From an optimization exercise on the open Yosys and OpenROAD flow, aimed at small area; shortcuts taken in it are not production practice. Only simulation tests tie the RTL to the original design; equivalence was not proved.

==> flow/design.v (excerpt) <==
module mxfp4_block_dot (
    input  wire         clk,
    input  wire         rst,
    input  wire         in_valid,
    input  wire         in_first,
    input  wire         in_last,
    input  wire [127:0] in_a,       
    input  wire [127:0] in_b,
    input  wire [7:0]   in_sa,      
    input  wire [7:0]   in_sb,      
    output reg          out_valid,
    output wire [31:0]  out_d
);
    function [7:0] qsg;
        input [2:0] a;
        input [2:0] b;
        input       s;
        reg         na, nb, a0, a1, a2, b0, b1, b2, m0;
        reg   [4:0] sh;
        reg   [3:0] M;
        integer     c, k;
        begin
            na = a[2] | a[1];
            nb = b[2] | b[1];
            a0 = ~a[2];  a1 = a[2] & ~a[1];  a2 = a[2] & a[1];
            b0 = ~b[2];  b1 = b[2] & ~b[1];  b2 = b[2] & b[1];
            sh[0] = a0 & b0;
            sh[1] = (a0 & b1) | (a1 & b0);
            sh[2] = (a0 & b2) | (a1 & b1) | (a2 & b0);
            sh[3] = (a1 & b2) | (a2 & b1);
  ...
Size in the first run: roughly 3000 cells after synthesis, about 310 I/O pins, roughly 23000 µm² of cells after synthesis.
export LEC_CHECK = 0
export ABC_AREA = 1
export CAP_MARGIN = 5
export CORE_MARGIN = 2
export CORE_UTILIZATION = 60
export GPL_TIMING_DRIVEN = 0
export SLEW_MARGIN = 5
create_clock -name core_clock -period 35.0 [get_ports {clk}]
standard.sh (not shown) runs the stock make flow with config.mk's settings and CLKGATE_MAP_FILE= SYNTH_SCRIPT=/design/flow/synth_recipe.tcl, a recipe that flattens the netlist after the stock synthesis.
==> flow/flow/run.sh <==
#!/bin/bash
# Own layout flow: the standard layout (standard.sh, ORFS), with four
# changes:
#  - synthesis skips Yosys's generic "abc -fast" pre-mapping inside synth
#    (SYNTH_ARGS=-noabc), so extract_fa sees the design's full adders as
#    written;
#  - ABC's technology mapping runs flow/area.abc (&dch + &nf with area
#    recovery) instead of abc_area.script; flow/my_synth.tcl is the standard flow's
#    synth_recipe.tcl with only that change;
#  - port buffers are the smallest buffer cell (sky130_fd_sc_hd__buf_1)
#    instead of the one buffer_ports picks by default;
#  - clock tree synthesis builds the tree from clkbuf_4 cells (clkbuf_8 at
#    the root) instead of clkbuf_16, without dummy loads.
# Everything else (floorplan, power grid, taps, placement, CTS, routing) is
# the standard flow. Each step's full log is under orfs/logs/; make's own
# output goes to flow.log.
set -euo pipefail
here=$(pwd)
bash standard.sh "SYNTH_SCRIPT=$here/flow/my_synth.tcl" "SYNTH_ARGS=-noabc" \
    "BUFFER_PORTS_ARGS=-buffer_cell sky130_fd_sc_hd__buf_1" \
    "CTS_ARGS=-sink_clustering_enable -repair_clock_nets -dont_use_dummy_load -buf_list sky130_fd_sc_hd__clkbuf_4 -root_buf sky130_fd_sc_hd__clkbuf_8" \
    finish > flow.log 2>&1
==> flow/flow/area.abc <==
strash
&get -n
&dch
&nf -R 1000
&put
topo
==> flow/flow/my_synth.tcl <==
# The standard flow's synthesis script (synth_recipe.tcl, in the work folder) unchanged,
# except that ABC's technology mapping runs flow/area.abc in place of the
# flow's abc_area.script.
set my_flow_dir [file dirname [file normalize [info script]]]
set my_abc_script [file join $my_flow_dir area.abc]
proc abc {args} {
  set i [lsearch -exact $args -script]
  if { $i >= 0 } {
    lset args [expr { $i + 1 }] $::my_abc_script
  }
  yosys abc {*}$args
}
source [file join [file dirname $my_flow_dir] synth_recipe.tcl]
Then changed:
- CAP_MARGIN: 5 -> 10
- CORE_UTILIZATION: 60 -> 55
- GPL_TIMING_DRIVEN: 0 -> default
- SLEW_MARGIN: 5 -> 10
Result: The changed run completed without violations; via count is higher slightly; sequential share of layout area hardly moves; clock skew is lower by 22 ps.

========
Another version of the RTL of mxfp4_block_dot (not shown whole).
Size in the first run: about 60 flip-flops, about 310 I/O pins, roughly 23,000 µm² of cells after synthesis.
==> flow/config.mk <==
export PLATFORM = sky130hd
export DESIGN_NAME = mxfp4_block_dot
export DESIGN_NICKNAME = mxfp4_block_dot
export VERILOG_FILES = /design/flow/design.v
export SDC_FILE = /design/flow/constraint.sdc
export NUM_CORES = 4
export LEC_CHECK = 0
export ABC_AREA = 1
export CAP_MARGIN = 0
export CORE_MARGIN = 2
export CORE_UTILIZATION = 55
export SLEW_MARGIN = 0
==> flow/constraint.sdc <==
create_clock -name core_clock -period 35.0 [get_ports {clk}]
set_input_delay 7.0000 -clock core_clock [delete_from_list [all_inputs] [get_ports {clk}]]
set_output_delay 7.0000 -clock core_clock [all_outputs]
set_load 0.01 [all_outputs]
==> flow/flow/run.sh <==
#!/bin/bash
# Own layout flow: the standard layout (standard.sh, ORFS), with four
# changes:
#  - synthesis skips Yosys's generic "abc -fast" pre-mapping inside synth
#    (SYNTH_ARGS=-noabc), so extract_fa sees the design's full adders as
#    written;
#  - ABC's technology mapping runs flow/area.abc (&deepsyn, then &dch + &nf with area
#    recovery) instead of abc_area.script; flow/my_synth.tcl is the standard flow's
#    synth_recipe.tcl with only that change;
#  - port buffers are the smallest buffer cell (sky130_fd_sc_hd__buf_1)
#    instead of the one buffer_ports picks by default;
#  - clock tree synthesis builds the tree from clkbuf_4 cells (clkbuf_8 at
#    the root) instead of clkbuf_16, without dummy loads.
# Everything else (floorplan, power grid, taps, placement, CTS, routing) is
# the standard flow. Each step's full log is under orfs/logs/; make's own
# output goes to flow.log.
set -euo pipefail
here=$(pwd)
bash standard.sh "SYNTH_SCRIPT=$here/flow/my_synth.tcl" "SYNTH_ARGS=-noabc" \
    "BUFFER_PORTS_ARGS=-buffer_cell sky130_fd_sc_hd__buf_1" \
    "CTS_ARGS=-sink_clustering_enable -repair_clock_nets -dont_use_dummy_load -buf_list sky130_fd_sc_hd__clkbuf_4 -root_buf sky130_fd_sc_hd__clkbuf_8" \
    finish > flow.log 2>&1
==> flow/flow/area.abc <==
strash
&get -n
&deepsyn -T 60
&dch
&nf -R 1000
&put
topo
Scripts as last shown in full above: flow/flow/my_synth.tcl
The baseline ran to the end with no violations.
==> next run, changes <==
Settings changed: CAP_MARGIN 0 to 10, SLEW_MARGIN 0 to 10.
After rerunning: The changed run finished with timing, DRC and antenna clean; first-iteration DRC count stays the same; global-route usage stays the same; cell area stays the same.

separate check: timing with driven ports:
In the flow no input, the clock included, has a driving cell. The finished layouts below were timed again as built, in two steps.
Step 1: set_driving_cell puts a clkbuf_16 on clk and a buf_2 on each other input, an assumption about the parent block.
Step 2 also shifts input and output timing later by t, the mid clock arrival at the registers, as if the neighbouring blocks saw the same clock.
Slacks: no drivers / after step 1 / after step 2; pairs: no drivers / after step 1.
| run | shift t [ns] | setup slack, ns | clock arrival spread, ns | cell pins on the clock port's net |
|---|---|---|---|---|
| the first run of note 1 | 0.414 | 3.192 / 3.192 / 3.192 | 0.046 / 0.046 | 1 |
| the second run of note 1 | 0.376 | 3.793 / 3.793 / 3.793 | 0.024 / 0.024 | 1 |
| the first run of note 2 | 0.382 | 5.383 / 5.383 / 5.383 | 0.019 / 0.019 | 1 |
| the second run of note 2 | 0.382 | 5.383 / 5.383 / 5.383 | 0.019 / 0.019 | 1 |
After both steps every run listed still meets setup and hold.
